Context: an optimization exercise on an open-source flow, tuned for small area, a short achievable clock period and few clock cycles per item. The choices shown serve that exercise and are no tape-out recipe.
Only simulation tests tie the RTL to the original design; equivalence was not proved.
Power and IR drop assume default switching activity.

==> design/flow/config.mk <==
export PLATFORM = sky130hd
export DESIGN_NAME = edge_predict
export DESIGN_NICKNAME = edge_predict
export VERILOG_FILES = /design/flow/design.v
export SDC_FILE = /design/flow/constraint.sdc
export NUM_CORES = 4
export LEC_CHECK = 0
export CAP_MARGIN = 20
export CORE_MARGIN = 2
export CORE_UTILIZATION = 40
export SLEW_MARGIN = 20
==> design/flow/constraint.sdc <==
create_clock -name core_clock -period 50.0 [get_ports {clk}]
set_input_delay 10.0000 -clock core_clock [delete_from_list [all_inputs] [get_ports {clk}]]
set_output_delay 10.0000 -clock core_clock [all_outputs]
set_load 0.01 [all_outputs]
==> design/flow/design.v <==
module edge_predict (
  input  wire        clk,
  input  wire        rst,       
  input  wire        start,     
  input  wire [63:0] t_a,       
  input  wire [63:0] t_b,       
  input  wire [63:0] w_a,       
  input  wire [63:0] w_b,       
  input  wire [63:0] x,         
  output wire        busy,
  output reg         done,      
  output reg  [63:0] result     
);
  localparam [1:0] S_IDLE = 2'd0, S_MUL = 2'd1, S_DIV = 2'd2, S_FIN = 2'd3;
  reg [1:0]  state;
  reg [6:0]  count;
  reg [63:0] ta_r;
  reg        neg;         
  reg [87:0] mcand;       
  reg [31:0] mplier;      
  reg [87:0] prod;        
  reg [48:0] dvs;         
  reg [89:0] num;         
  reg [48:0] rem;         
  reg [89:0] quo;
  assign busy = (state != S_IDLE);
  wire [63:0] dx  = x - w_a;
  wire [63:0] dt  = t_a - t_b;
  wire [63:0] dw  = w_a - w_b;
  wire [63:0] adx = dx[63] ? (~dx + 64'd1) : dx;
  wire [49:0] trial = {rem, num[89]} - {1'b0, dvs};
  wire        fits  = ~trial[49];
  always @(posedge clk) begin
    if (rst) begin
      state <= S_IDLE;
      done  <= 1'b0;
    end else begin
      done <= 1'b0;
      case (state)
        S_IDLE: begin
          if (start) begin
            ta_r   <= t_a;
            neg    <= dx[63];
            mcand  <= {32'd0, adx[55:0]};
            mplier <= dt[31:0];
            dvs    <= {dw[47:0], 1'b0};
            prod   <= 88'd0;
            count  <= 7'd0;
            state  <= S_MUL;
          end
        end
        S_MUL: begin
          if (mplier[0])
            prod <= prod + mcand;
          mcand  <= mcand << 1;
          mplier <= mplier >> 1;
          count  <= count + 7'd1;
          if (count == 7'd31) begin
            state <= S_DIV;
          end
        end
        S_DIV: begin
          if (count == 7'd32) begin
            num   <= neg ? ({1'b0, prod, 1'b0} + {41'd0, dvs} - 90'd1 - {41'd0, dvs[48:1]})
                         : ({1'b0, prod, 1'b0} + {41'd0, dvs[48:1]});
            rem   <= 49'd0;
            quo   <= 90'd0;
            count <= count + 7'd1;
          end else begin
            rem   <= fits ? trial[48:0] : {rem[47:0], num[89]};
            quo   <= {quo[88:0], fits};
            num   <= {num[88:0], 1'b0};
            count <= count + 7'd1;
            if (count == 7'd122)
              state <= S_FIN;
          end
        end
        S_FIN: begin
          result <= neg ? (ta_r - quo[63:0]) : (ta_r + quo[63:0]);
          done   <= 1'b1;
          state  <= S_IDLE;
        end
      endcase
    end
  end
endmodule
==> design/flow/run.sh <==
#!/bin/bash
# synth_recipe.tcl (not shown) runs the flow's synth.tcl, then flattens the netlist and writes it again
# the make line also repeats each setting of config.mk as NAME=value (left out here)
make -C /OpenROAD-flow-scripts/flow DESIGN_CONFIG=/design/flow/config.mk WORK_HOME=/design/flow/orfs CLKGATE_MAP_FILE= SYNTH_SCRIPT=/design/flow/synth_recipe.tcl finish
==> summary.txt <==
Run status
  – Result of the run: finished clean

Worst setup path
  – Combined buffer and inverter count along the critical path: 4
  – Data arrival at the endpoint of the critical path: 15.35 ns
  – Capturing element type of the critical path: flop
  – Slowest cell on the critical path: clkdlybuf4s50_1
  – Setup CP Type: primary input to flop
  – Worst EP required: 50.43 ns
  – Cells along the critical path: clkdlybuf4s50_1, inv_1, ha_1, a21o_1, a32oi_1, nor3_1, o21ai_1, nand3b_1, a31oi_1, o31ai_1, a221oi_1, xor2_2, buf_4, inv_2, o41a_1, xor2_1, mux2_2
  – Gate family responsible for the most delay along the worst path: compound AO/OA/AOI/OAI gates
  – Peak fanout along the critical path: 31
  – Kind of start point of the critical path: primary input
  – Largest incremental delay on the critical path: 0.55 ns

Layout
  – Ratio of cells with drive above 1 in the final layout: 3.405%
  – Nets@finish: 7557
  – Final design instance area without fill: 63160 sq um
  – Relative area change from synthesis to final layout: 13.36%
  – Final core area utilization: 45.82%
  – Number of cells in the finished layout apart from fillers: 8461

Timing
  – Post-route minimum period: 14.92 ns
  – Max-slew headroom: 15.27%
  – Slew Limit Fails: 0
  – RSZ-0062 raised after global routing: false
  – Fraction of the cycle the final worst path needs: 29.84%
  – Maximum operating frequency: 67.01 MHz
  – Number of failing hold endpoints at the final stage: 0
  – Setup TNS: 0 ns
  – Worst-case setup margin in the final layout: 35.08 ns
  – Slew @ Worst Pin: 1.239 ns
  – Final setup skew: 0.03304 ns
  – Count of endpoints failing setup in the final report: 0
  – Hold slack final: 0.5110 ns

Floorplanning
  – Overall die width: 377.2 microns
  – Cell row count: 136
  – Vertical die dimension: 377.2 microns
  – Floorplan core area: 137800 sq um
  – Die Footprint: 142300 sq um
  – Initial cell density of the core: 40.42%
  – Top-level I/O count: 389

Synthesis
  – Netlist cell types: 98
  – Syn Std Cell Area: 55720 sq um
  – Synthesized area divided by synthesized cell count: 8.695 sq um
  – Most repeated cell in the gate-level netlist after synthesis: edfxtp_1
  – Post-synth top cells: 595 x edfxtp_1, 593 x a21oi_1, 569 x ha_1
  – Area fraction of the dominant cell type after synthesis: 32.07%
  – Flip-flop and latch count after synthesis: 598
  – Cell types occupying the most area after synthesis: edfxtp_1 32%, ha_1 13%, xnor2_1 6.4%
  – EDFF count, synth: 595
  – Synth Flop Type: edfxtp_1
  – Most area-hungry cell type in the Yosys netlist: edfxtp_1
  – Proportion of synthesized chip area in sequential cells: 32.17%
  – Synthesized netlist net count: 7355
  – Synthesized instance count: 6408
  – Fraction of synthesis flops using an asynchronous set or reset pin: 0%
  – Synthesis Warnings: 1

Power
  – Proportion of total power due to net switching: 43.54%
  – Cell Pwr Density: 47.34 nW/um^2
  – Total leakage power: 26.00 nW
  – P_int: 1.688 mW
  – Relative contribution of sequential cells to total power: 26.3%
  – Proportion of power drawn by combinational gates: 55.5%
  – Net switching power figure: 1.302 mW
  – Total power of the final layout: 2.990 mW
  – Relative contribution of the clock network to total power: 18.2%
  – Worst VDD drop: 24.98 uV

Drt
  – First-pass detailed-route iteration total: 7
  – DRC violation count after routing: 0
  – Number of DRC markers in iteration 0: 3295
  – Post-route antenna net violation count: 0
  – Vias: 46948
  – Vias per std cell: 5.549
  – Post-detailed-route wirelength per cell: 18.76 microns
  – Final wirelength: 158700 microns

Placement
  – HPWL after detailed placement: 125900 microns
  – Gp weighted congestion: 0.9206
  – Number of port buffers: 340
  – Placed Cells: 8329
  – Setup slack after placement: 34.36 ns
  – Total cell area at the placement stage: 60740 sq um

Clocking
  – Post-cts sizing count: 0
  – Number of clock sinks seen by CTS: 598
  – Number of buffers inserted for hold repair after clock tree synthesis: 0
  – Cell at the root of the clock tree: clkbuf_16
  – H-tree levels: 3
  – Clock slew at the register clock pins of the worst setup and hold paths: 0.06 ns
  – CTS max path bufs: 3
  – Clock latency on the worst-skew pair: 0.68 ns
  – Clock tree from TritonCTS: built
  – Post-CTS Setup Bufs: 0
  – Number of buffers created by CTS: 73

Global route
  – Vias in the first global route: 44626
  – All-Layer GR Usage: 21.66%
  – GR Overflow Total: 0
  – Fraction of met3 tracks used by global routing: 2.149%
  – First-pass GRT wire length: 246700 microns
  – Met1 layer usage reported by global route: 31.83%
  – Met2 usage in global routing: 33.90%
  – GR peak layer: met2
  – Largest net degree at the start of global routing: 99
  – Initial antenna violation count: 2

Min path
  – Path category of the worst min-delay check: flop to flop

Flow run
  – MaxCap Viol Count: 0
==> power by group through the flow <==
stage                     registers, mW  clock network, mW  logic (mW)
after global routing              0.794              0.579        1.85
after detailed placement          0.792                  0        1.64
after global placement            0.791                  0        1.63
after CTS                         0.783              0.561        1.65
after floorplan                   0.771                  0        1.25
final                             0.785              0.544        1.66
==> worst paths after layout <==
check,slack (ns),start,cells after the start,to
setup / recovery,35.08,w_a[16],17,mcand[44]
hold / removal,0.51,num[62],2,num[63]
setup reg to reg,43.27,quo[21],19,result[63]
hold reg to reg,0.51,num[62],2,num[63]
==> tightest hold or removal path, cell delays in order, from the launching register on <==
cell and delay, ns:
edfxtp_1 0.32, nand2_1 0.05, o221ai_1 0.06
==> sequential cells by signal (all words and copies together), names as in the netlist <==
signal / flops
num: 90
mcand: 88
prod: 88
quo: 64
result: 64
ta_r: 64
rem: 49
dvs: 48
mplier: 32
count: 7
state: 2
done: 1
neg: 1
==> cell usage in the layout (no fill, tap or decap), drive strengths merged, types with 61 or more instances in the layout <==
master         Yosys  final
edfxtp           595    595
a21oi            594    594
ha               569    569
inv              543    547
nor2             531    531
nand2            503    503
o21ai            476    476
xnor2            406    406
clkdlybuf4s50      0    340
a21o             244    244
xor2             169    169
and2             129    129
nor3             114    114
nand4            103    103
nand3             87     87
clkbuf           222     86
nor2b             81     81
o21bai            79     79
a31oi             75     75
o21a              71     71
nand2b            63     63
and3              61     61
==> cell type report <==
cell class | instances | area, sq um
multi-input cells | 5027 | 34920
fillers | 13353 | 74670
clock inverters | 45 | 457.9
clock buffers | 86 | 1961
flip-flops and latches | 598 | 17930
inverters | 543 | 2039
diodes | 1 | 2.502
repair buffers | 367 | 3606
well taps | 1794 | 2245
==> kinds of logic after synthesis <==
group | after synthesis | share of synthesized area (%)
adders and majority gates | 624 | 14.75
buffers and inverters | 783 | 5.297
DFF | 598 | 32.17
xor gates and xnor gates | 575 | 9.052
muxes | 64 | 1.170
AOI/OAI and AO/OA | 1918 | 21.51
and+or+nand+nor | 1846 | 16.05
==> metal layers <==
layer,share of wire [%],vias up
met5,0,-
met4,2.0,0
met3,5.5,152
met2,44,1321
met1,49,22048
li1,-,23427
Testbench counts, summed over its fixed seeds: cycles 64,000, items 512.

-- afterwards: timing with drivers on the ports --
No port has a modelled driver above. Below, the same layout with a new extraction and two added sets of constraints. Step 1 (the two cells are an assumption about what drives the block):
set clk [get_ports {clk}]
set_driving_cell -lib_cell sky130_fd_sc_hd__clkbuf_16 $clk
set_driving_cell -lib_cell sky130_fd_sc_hd__buf_2 [delete_from_list [all_inputs] $clk]
Step 2 adds t to the input delays and takes it off the output delays; t is the mean of the earliest and latest rising clock arrival at the registers after step 1. Input paths then give back, and output paths get back, about the clock's delay inside the block. a / b / c = no drivers / after step 1 / after step 2; a / b = the first two.
t, ns: 0.738
setup slack, ns: 35.078 / 35.119 / 34.381
clock arrival spread, ns: 0.034 / 0.034
worst register clock-pin slew, ns: 0.06 / 0.06
pins driven straight from the clock port: 1
After both steps setup and hold are still met in this run. For this run, drivers alone change the setup slack by +0.041 ns; drivers and shift together by -0.697 ns.
